Background: an optimization exercise with open tools, aiming at small area, a short achievable clock period and few clock cycles. Do not read the settings as production practice. The RTL was checked by simulation tests, not by an equivalence proof against the original design.

==> design/flow/design.v <==
module zrs_dec (
    input  wire        clk,
    input  wire        rst,           
    input  wire        start,
    output wire        start_ready,
    input  wire        cfg_dynamic,   
    input  wire [2:0]  cfg_table,     
    input  wire [1:0]  cfg_width,     
    input  wire [1:0]  cfg_pred,      
    input  wire [16:0] cfg_elems,     
    input  wire [15:0] cfg_nbytes,    
    input  wire        in_valid,
    output wire        in_ready,
    input  wire [31:0] in_data,
    output reg         out_valid,
    input  wire        out_ready,
    output reg  [63:0] out_data,
    output wire        done,
    output wire        err
);
    localparam S_IDLE  = 4'd0,
               S_TABLE = 4'd1,
               S_COUNT = 4'd2,
               S_NEXT  = 4'd3,
               S_ASSIGN= 4'd4,
               S_DEC   = 4'd5,
               S_CHECK = 4'd6,
               S_DRAIN = 4'd7,
               S_DONE  = 4'd8;
    localparam NSYM = 65;
    reg  [3:0]   state;
    reg  [1:0]   width_r;
    reg  [1:0]   pred_r;
    reg  [16:0]  elems_r;
    reg  [14:0]  words_left;
    reg  [1:0]   last_bytes_m1;
    reg  [127:0] bbuf;
    reg  [7:0]   cnt;
    reg  [3:0]   lens  [0:NSYM-1];
    reg  [6:0]   sorted_sym [0:NSYM-1];
    reg  [6:0]   bl_count   [1:15];
    reg  [14:0]  first_code [1:15];
    reg  [6:0]   base       [1:15];
    reg  [6:0]   ptr        [1:15];
    reg  [20:0]  kraft;
    reg  [6:0]   sidx;
    reg  [16:0]  elem_cnt;
    reg  [63:0]  x1, x2;
    reg          err_r;
    integer i;
    wire [6:0]  nbits_w = 7'd8 << width_r;           
    wire [6:0]  nsym_w  = nbits_w + 7'd1;            
    wire [5:0]  tbytes  = {width_r == 2'd3, width_r == 2'd2, width_r == 2'd1,
                           width_r == 2'd0, 2'b00} + 6'd1;  
    wire [63:0] vmask   = (width_r == 2'd3) ? 64'hFFFF_FFFF_FFFF_FFFF
                                            : ((64'd1 << nbits_w) - 64'd1);
    wire        all_loaded = (words_left == 15'd0);
    wire        busy_in    = (state != S_IDLE) && (state != S_DONE);
    assign in_ready = busy_in && !all_loaded && ((state == S_DRAIN) || (cnt <= 8'd96));
    wire        take_word = in_valid && in_ready;
    wire [2:0]  word_bytes = (words_left == 15'd1) ? ({1'b0, last_bytes_m1} + 3'd1) : 3'd4;
    wire [31:0] word_mask  = (word_bytes == 3'd4) ? 32'hFFFF_FFFF :
                             (word_bytes == 3'd3) ? 32'hFFFF_FF00 :
                             (word_bytes == 3'd2) ? 32'hFFFF_0000 : 32'hFF00_0000;
    wire [31:0] word_m     = in_data & word_mask;
    wire [5:0]  word_bits  = {word_bytes, 3'b000};
    wire [14:0] win = bbuf[127:113];
    reg  [6:0]  idx;
    reg  [3:0]  sym_len;
    reg         hit_any;
    reg  [14:0] cl, dl;
    always @* begin
        idx = 7'd0;
        sym_len = 4'd0;
        hit_any = 1'b0;
        for (i = 1; i <= 15; i = i + 1) begin
            cl = win >> (15 - i);
            dl = cl - first_code[i];
            if ((i[7:0] <= cnt) && (cl >= first_code[i]) && (dl < {8'd0, bl_count[i]})) begin
                idx = idx | (base[i] + dl[6:0]);
                sym_len = sym_len | i[3:0];
                hit_any = 1'b1;
            end
        end
    end
    wire [6:0]  sym = sorted_sym[idx];
    wire [5:0]  n_extra  = (sym > 7'd1) ? (sym[5:0] - 6'd1) : 6'd0;
    wire [6:0]  need     = {3'd0, sym_len} + {1'b0, n_extra};
    wire [78:0] top_sh   = bbuf[127:49] << sym_len;
    wire [63:0] after_code = top_sh[78:15];
    wire [63:0] extra    = (n_extra == 6'd0) ? 64'd0 : (after_code >> (7'd64 - {1'b0, n_extra}));
    wire [63:0] zval     = (sym == 7'd0) ? 64'd0 : ((64'd1 << (sym - 7'd1)) | extra);
    wire [63:0] rval     = (zval >> 1) ^ (64'd0 - {63'd0, zval[0]});
    reg  [63:0] pval;
    always @* begin
        case (pred_r)
            2'd1:    pval = (elem_cnt == 17'd0) ? 64'd0 : x1;
            2'd2:    pval = (elem_cnt == 17'd0) ? 64'd0 :
                            (elem_cnt == 17'd1) ? x1 : ((x1 << 1) - x2);
            default: pval = 64'd0;
        endcase
    end
    wire [63:0] xval = (pval + rval) & vmask;
    wire enough_bits = (cnt >= 8'd78) || all_loaded;
    wire out_free    = !out_valid || out_ready;
    wire dec_try     = (state == S_DEC) && enough_bits && out_free;
    wire dec_ok      = dec_try && hit_any && ({1'b0, need} <= cnt);
    wire dec_fail    = dec_try && !(hit_any && ({1'b0, need} <= cnt));
    wire tbl_take    = (state == S_TABLE) && (cnt >= 8'd8);
    wire tbl_fail    = (state == S_TABLE) && (cnt < 8'd8) && all_loaded;
    wire [6:0] consume = dec_ok ? need : (tbl_take ? 7'd8 : 7'd0);
    wire [127:0] buf_c = bbuf << consume;
    wire [7:0]   cnt_c = cnt - {1'b0, consume};
    reg [3:0] c_t;
    always @* begin
        case (cfg_table)
            3'd0: c_t = 4'd0;  3'd1: c_t = 4'd1;  3'd2: c_t = 4'd2;  3'd3: c_t = 4'd3;
            3'd4: c_t = 4'd4;  3'd5: c_t = 4'd6;  3'd6: c_t = 4'd8;  default: c_t = 4'd12;
        endcase
    end
    wire [6:0] start_nbits = 7'd8 << cfg_width;
    function [3:0] static_len(input [6:0] s, input [3:0] c);
        reg [6:0] d;
        begin
            d = (s >= {3'd0, c}) ? (s - {3'd0, c}) : ({3'd0, c} - s);
            static_len = (d >= 7'd13) ? 4'd15 : (d[3:0] + 4'd2);
        end
    endfunction
    reg [15:0] nc  [1:15];
    reg [6:0]  off [1:15];
    always @* begin
        nc[1] = 16'd0;
        off[1] = 7'd0;
        for (i = 2; i <= 15; i = i + 1) begin
            nc[i]  = (nc[i-1] + {9'd0, bl_count[i-1]}) << 1;
            off[i] = off[i-1] + bl_count[i-1];
        end
    end
    assign start_ready = (state == S_IDLE);
    assign done = (state == S_DONE) && !out_valid;
    assign err  = err_r;
    wire [3:0] cur_len = lens[sidx];
    wire [7:0] tbyte   = bbuf[127:120];
    always @(posedge clk) begin
        if (rst) begin
            state     <= S_IDLE;
            out_valid <= 1'b0;
            err_r     <= 1'b0;
            words_left <= 15'd0;
            cnt       <= 8'd0;
            bbuf      <= 128'd0;
        end else begin
            if (out_valid && out_ready)
                out_valid <= 1'b0;
            if (take_word) begin
                bbuf <= buf_c | ({word_m, 96'd0} >> cnt_c);
                cnt  <= cnt_c + {2'd0, word_bits};
                words_left <= words_left - 15'd1;
            end else begin
                bbuf <= buf_c;
                cnt  <= cnt_c;
            end
            case (state)
                S_IDLE: begin
                    if (start) begin
                        width_r  <= cfg_width;
                        pred_r   <= cfg_pred;
                        elems_r  <= cfg_elems;
                        words_left <= cfg_nbytes[15:2] + {14'd0, cfg_nbytes[1:0] != 2'd0};
                        last_bytes_m1 <= cfg_nbytes[1:0] - 2'd1;
                        bbuf     <= 128'd0;
                        cnt      <= 8'd0;
                        err_r    <= 1'b0;
                        elem_cnt <= 17'd0;
                        sidx     <= 7'd0;
                        kraft    <= 21'd0;
                        for (i = 1; i <= 15; i = i + 1)
                            bl_count[i] <= 7'd0;
                        for (i = 0; i < NSYM; i = i + 1) begin
                            if (!cfg_dynamic && i[6:0] <= start_nbits)
                                lens[i] <= static_len(i[6:0], c_t);
                            else
                                lens[i] <= 4'd0;
                        end
                        state <= cfg_dynamic ? S_TABLE : S_COUNT;
                    end
                end
                S_TABLE: begin
                    if (tbl_take) begin
                        lens[{sidx[5:0], 1'b0}] <= tbyte[3:0];
                        if (sidx[5:0] == tbytes - 6'd1) begin
                            if (tbyte[7:4] != 4'd0) begin
                                err_r <= 1'b1;
                                state <= S_DRAIN;
                            end else begin
                                sidx  <= 7'd0;
                                state <= S_COUNT;
                            end
                        end else begin
                            lens[{sidx[5:0], 1'b1}] <= tbyte[7:4];
                            sidx <= sidx + 7'd1;
                        end
                    end else if (tbl_fail) begin
                        err_r <= 1'b1;
                        state <= S_DRAIN;
                    end
                end
                S_COUNT: begin
                    if (cur_len != 4'd0) begin
                        bl_count[cur_len] <= bl_count[cur_len] + 7'd1;
                        kraft <= kraft + (21'd1 << (4'd15 - cur_len));
                    end
                    if (sidx == nsym_w - 7'd1) begin
                        sidx  <= 7'd0;
                        state <= S_NEXT;
                    end else begin
                        sidx <= sidx + 7'd1;
                    end
                end
                S_NEXT: begin
                    if (kraft == 21'd0 || kraft > 21'd32768) begin
                        err_r <= 1'b1;
                        state <= S_DRAIN;
                    end else begin
                        for (i = 1; i <= 15; i = i + 1) begin
                            first_code[i] <= nc[i][14:0];
                            base[i] <= off[i];
                            ptr[i]  <= off[i];
                        end
                        state <= S_ASSIGN;
                    end
                end
                S_ASSIGN: begin
                    if (cur_len != 4'd0) begin
                        sorted_sym[ptr[cur_len]] <= sidx;
                        ptr[cur_len] <= ptr[cur_len] + 7'd1;
                    end
                    if (sidx == nsym_w - 7'd1) begin
                        state <= (elems_r == 17'd0) ? S_CHECK : S_DEC;
                    end else begin
                        sidx <= sidx + 7'd1;
                    end
                end
                S_DEC: begin
                    if (dec_ok) begin
                        out_valid <= 1'b1;
                        out_data  <= xval;
                        x2 <= x1;
                        x1 <= xval;
                        elem_cnt <= elem_cnt + 17'd1;
                        if (elem_cnt + 17'd1 == elems_r)
                            state <= S_CHECK;
                    end else if (dec_fail) begin
                        err_r <= 1'b1;
                        state <= S_DRAIN;
                    end
                end
                S_CHECK: begin
                    if (cnt >= 8'd8 || bbuf[127:120] != 8'd0) begin
                        err_r <= 1'b1;
                        state <= S_DRAIN;
                    end else if (all_loaded) begin
                        state <= S_DONE;
                    end
                end
                S_DRAIN: begin
                    if (all_loaded || (take_word && words_left == 15'd1))
                        state <= S_DONE;
                end
                S_DONE: begin
                    if (!out_valid)
                        state <= S_IDLE;
                end
                default: state <= S_IDLE;
            endcase
        end
    end
endmodule
==> design/flow/run.sh <==
#!/bin/bash
# synth_recipe.tcl (not shown) runs the flow's synth.tcl, then flattens the netlist and writes it again
# the make line also repeats each setting of config.mk as NAME=value (left out here)
make -C /OpenROAD-flow-scripts/flow DESIGN_CONFIG=/design/flow/config.mk WORK_HOME=/design/flow/orfs CLKGATE_MAP_FILE= SYNTH_SCRIPT=/design/flow/synth_recipe.tcl finish
==> design/flow/config.mk <==
export PLATFORM = sky130hd
export DESIGN_NAME = zrs_dec
export DESIGN_NICKNAME = zrs_dec
export VERILOG_FILES = /design/flow/design.v
export SDC_FILE = /design/flow/constraint.sdc
export NUM_CORES = 4
export LEC_CHECK = 0
export CAP_MARGIN = 20
export CORE_MARGIN = 2
export CORE_UTILIZATION = 30
export SETUP_SLACK_MARGIN = 0.3
export SLEW_MARGIN = 20
==> design/flow/constraint.sdc <==
create_clock -name core_clock -period 16.0 [get_ports {clk}]
set_input_delay 3.2000 -clock core_clock [delete_from_list [all_inputs] [get_ports {clk}]]
set_output_delay 3.2000 -clock core_clock [all_outputs]
set_load 0.01 [all_outputs]
==> results.txt <==
==> per-stage QoR <==
stage	std cells	setup WS [ns]	hold WS, ns
floorplan	11900	0.375	0.424
global placement	17100	0.280	0.454
detailed placement	17100	0.614	0.457
CTS	17500	0.538	0.465
global route	17500	0.281	0.513
finish	17500	1.01	0.459
==> tightest hold or removal path, stage by stage, from the launching register on <==
cell	delay (ns)
dfxtp_1	0.30
nand2_1	0.05
o21ai_0	0.06
==> logic make-up (layout without fill, tap and decap cells) <==
logic type               after synthesis  count (layout)  synth area share (%)
adder cells (fa/ha/maj)              716             716                  7.68
other                                  1              57               0.00306
XOR/XNOR                             603             603                  4.37
flip-flops                          1822            1822                  43.3
AO/OA/AOI/OAI                       2575            2575                  13.8
multiplexers                        1325            1325                  13.4
AND/OR/NAND/NOR                     3537            3537                  13.0
buffers and inverters               1333            1479                  4.44
==> area by class of cell <==
class / instances / area (sq um)
Multi-Input combinational cell: 8774 / 64600
Sequential cell: 1822 / 53100
Clock buffer: 252 / 5370
Tap cell: 5428 / 6790
Timing Repair Buffer: 452 / 4020
Clock inverter: 119 / 1390
Inverter: 656 / 2480
Antenna cell: 39 / 97.6
Fill cell: 41000 / 269000
==> Yosys cell counts, types with 65 or more instances <==
| cell | n |
|---|---|
| edfxtp_1 | 1658 |
| nor2_1 | 1231 |
| nand2_1 | 1178 |
| mux2i_1 | 963 |
| a21oi_1 | 685 |
| ha_1 | 656 |
| inv_1 | 639 |
| o21ai_0 | 489 |
| clkbuf_1 | 481 |
| xnor2_1 | 395 |
| nand3_1 | 277 |
| mux4_2 | 231 |
| xor2_1 | 201 |
| a21o_1 | 200 |
| dfxtp_1 | 164 |
| o211ai_1 | 147 |
| a31oi_1 | 146 |
| nor3_1 | 131 |
| nor2b_1 | 127 |
| mux2_2 | 125 |
| a211oi_1 | 123 |
| and3_1 | 114 |
| a22oi_1 | 100 |
| o21bai_1 | 98 |
| nand2b_1 | 81 |
| and2_1 | 79 |
| buf_1 | 77 |
| nand4_1 | 65 |
==> what timing repair did <==
action,4_1_cts,5_1_grt
hold buffers,0,0
setup buffers,0,18
setup endpoints to repair,0,56
gates resized for setup,0,37
==> sequential cells by signal, indices dropped and copies added, names as in the netlist, named ones only <==
| signal | cells |
|---|---|
| lens | 512 |
| sorted_sym | 455 |
| first_code | 173 |
| bbuf | 128 |
| bl_count | 112 |
| ptr | 112 |
| base | 98 |
| out_data | 64 |
| x2 | 64 |
| kraft | 21 |
| elem_cnt | 17 |
| elems_r | 17 |
| words_left | 15 |
| cnt | 8 |
| sidx | 7 |
| state | 4 |
| last_bytes_m1 | 2 |
| pred_r | 2 |
| width_r | 2 |
| err_r | 1 |
| out_valid | 1 |
==> per-layer routing <==
layer,wire length [um],part of all wire [%],track usage [%],vias to the layer above
met4,22700,5.1,8.88,8
met5,47,0.011,0,-
met3,37800,8.5,3.37,843
met1,187000,42,28.0,47500
li1,-,-,-,44000
met2,197000,44,32.3,4604
==> worst max path at each step <==
stage	slack (ns)	cells after the start	endpoint	from
4_1_cts	0.54	55	out_data[63]$_DFFE_PP_	bbuf[126]$_SDFF_PP0_
3_5_place_dp	0.61	62	out_data[63]$_DFFE_PP_	bbuf[123]$_SDFF_PP0_
2_1_floorplan	0.38	70	out_data[62]$_DFFE_PP_	bbuf[122]$_SDFF_PP0_
3_3_place_gp	0.28	57	bbuf[124]$_SDFF_PP0_	bbuf[126]$_SDFF_PP0_
6_report	1.01	62	out_data[63]$_DFFE_PP_	bbuf[123]$_SDFF_PP0_
5_1_grt	0.28	64	out_data[62]$_DFFE_PP_	bbuf[123]$_SDFF_PP0_
==> impl_metrics.ini <==
[hold_path]
worstHoldStart = words_left[14]$_SDFF_PP0_
min_path_type = flip-flop to flip-flop
whs_endpoint = words_left[14]$_SDFF_PP0_
holdPathStages = 2

[yosys]
synth_area_leaders = edfxtp_1, mux2i_1, ha_1
ys_ff_latch = 1822
yosysTopAreaCellShare_pct = 40.7
syn_area_per_cell_sq_um = 10.3
syn_inst = 11900
yosys.area.top_type = edfxtp_1
yosysWarnings = 6
syn_area_sq_um = 122000
ys_seq_area_share_pct = 43.3
ys_async_sr_fraction_pct = 0
ys.flop_type = edfxtp_1
synth-edff-count = 1658
ys_types = 131

[global_route]
grt_max_degree = 129
grt.total_usage_pct = 20.6
grt_pass1_wl_mm = 641
grt_overflow = 0
antenna_found_initial = 22
grt_pass1_vias = 93000

[sta]
relSlewSlack_pct = 14.2
slew_viol_final = 0
hold_viol = 0
fmax_mhz = 66.7
tns_ns = 0
finalSetupViolations = 0
min_period_over_period_pct = 93.7
finalCriticalPeriod_ns = 14.99
finClkSkew_ns = 0.115
rsz0062_at_grt = false
max_slew.worst_pin.slew_ns = 1.28

[floorplanning]
fp-row-count = 234
initial_core_util_pct = 30.1
core_sq_um = 406000
die_y_um = 643
fp.dieArea_sq_um = 413000
die_x_um = 643
io_pins = 147

[layout]
final_nets = 12700
final_cell_mix = edfxtp_1, nor2_1, nand2_1
final_common_cell = edfxtp_1
fin_area_sq_um = 138000
utilization_pct = 33.9
syn2layout_area_growth_pct = 12.6
drive_gt1_share_pct = 9.67

[detailed_routing]
wl_per_cell_um = 25.3
drt_iter0_drc = 12200
drc = 0
vias = 96900
totalWireLength_mm = 444
ant_nets = 0
vias_per_cell = 5.52
first_pass_iters = 7

[clock_network]
cts_made_buffers = 202
clock_latency_ns = 0.95
cts_sinks = 1822
htree_levels = 4
root_buffer = clkbuf_16
max-clock-path-buffers = 4
cts_tree = built
clk_pin_slew_ns = 0.06

[setup_path]
worst_path_max_delay_cell = a2111oi_0
cpMostUsedCell = nand2_1
critPathCaptureType = flip-flop
regToRegEndpoint = out_data[63]$_DFFE_PP_
r2r_slack_ns = 1.01
start_kind = flip-flop
arrival_ns = 15.73
reg2reg_from = bbuf[123]$_SDFF_PP0_
critical-path-top-delay-family = compound AO/OA/AOI/OAI gates
path_class = flip-flop to flip-flop
ff2ff_path_depth = 62
critPathRequiredTime_ns = 16.74
max_stage_delay_ns = 0.58
cp_num_buf_inv = 6
worstPathMaxFanout = 20

[placement]
place_congestion = 1.01
dp_hpwl_mm = 330
place_area_sq_um = 131000
port_buffers = 146

[run_status]
outcome = timing/DRC/antenna clean

[run]
max_cap_viol_count = 0
Testbench counts, summed over its fixed seeds: cycles 203,430.

## afterwards: timing with drivers on the ports
In the flow no input, the clock included, has a driving cell. The finished layout below was timed again as built, in two steps. Step 1: set_driving_cell puts a clkbuf_16 on clk and a buf_2 on each other input, an assumption about the parent block. Step 2 moves the port delays by t, midway between the first and last clock arrival at a register: inputs arrive t later, outputs are due t later. That takes back most of the time a late clock gives input paths. a / b / c = ideal / step 1 / step 2; a / b = the first two.
t, ns: 0.993
setup slack, ns: 1.009 / 1.009 / 1.009
worst setup path after step 2: register to register
cell pins on the clock port's net: 1
After both steps setup and hold are still met in this run. The setup slack of this run moves by 0.000 ns with the drivers and by 0.000 ns with both steps.
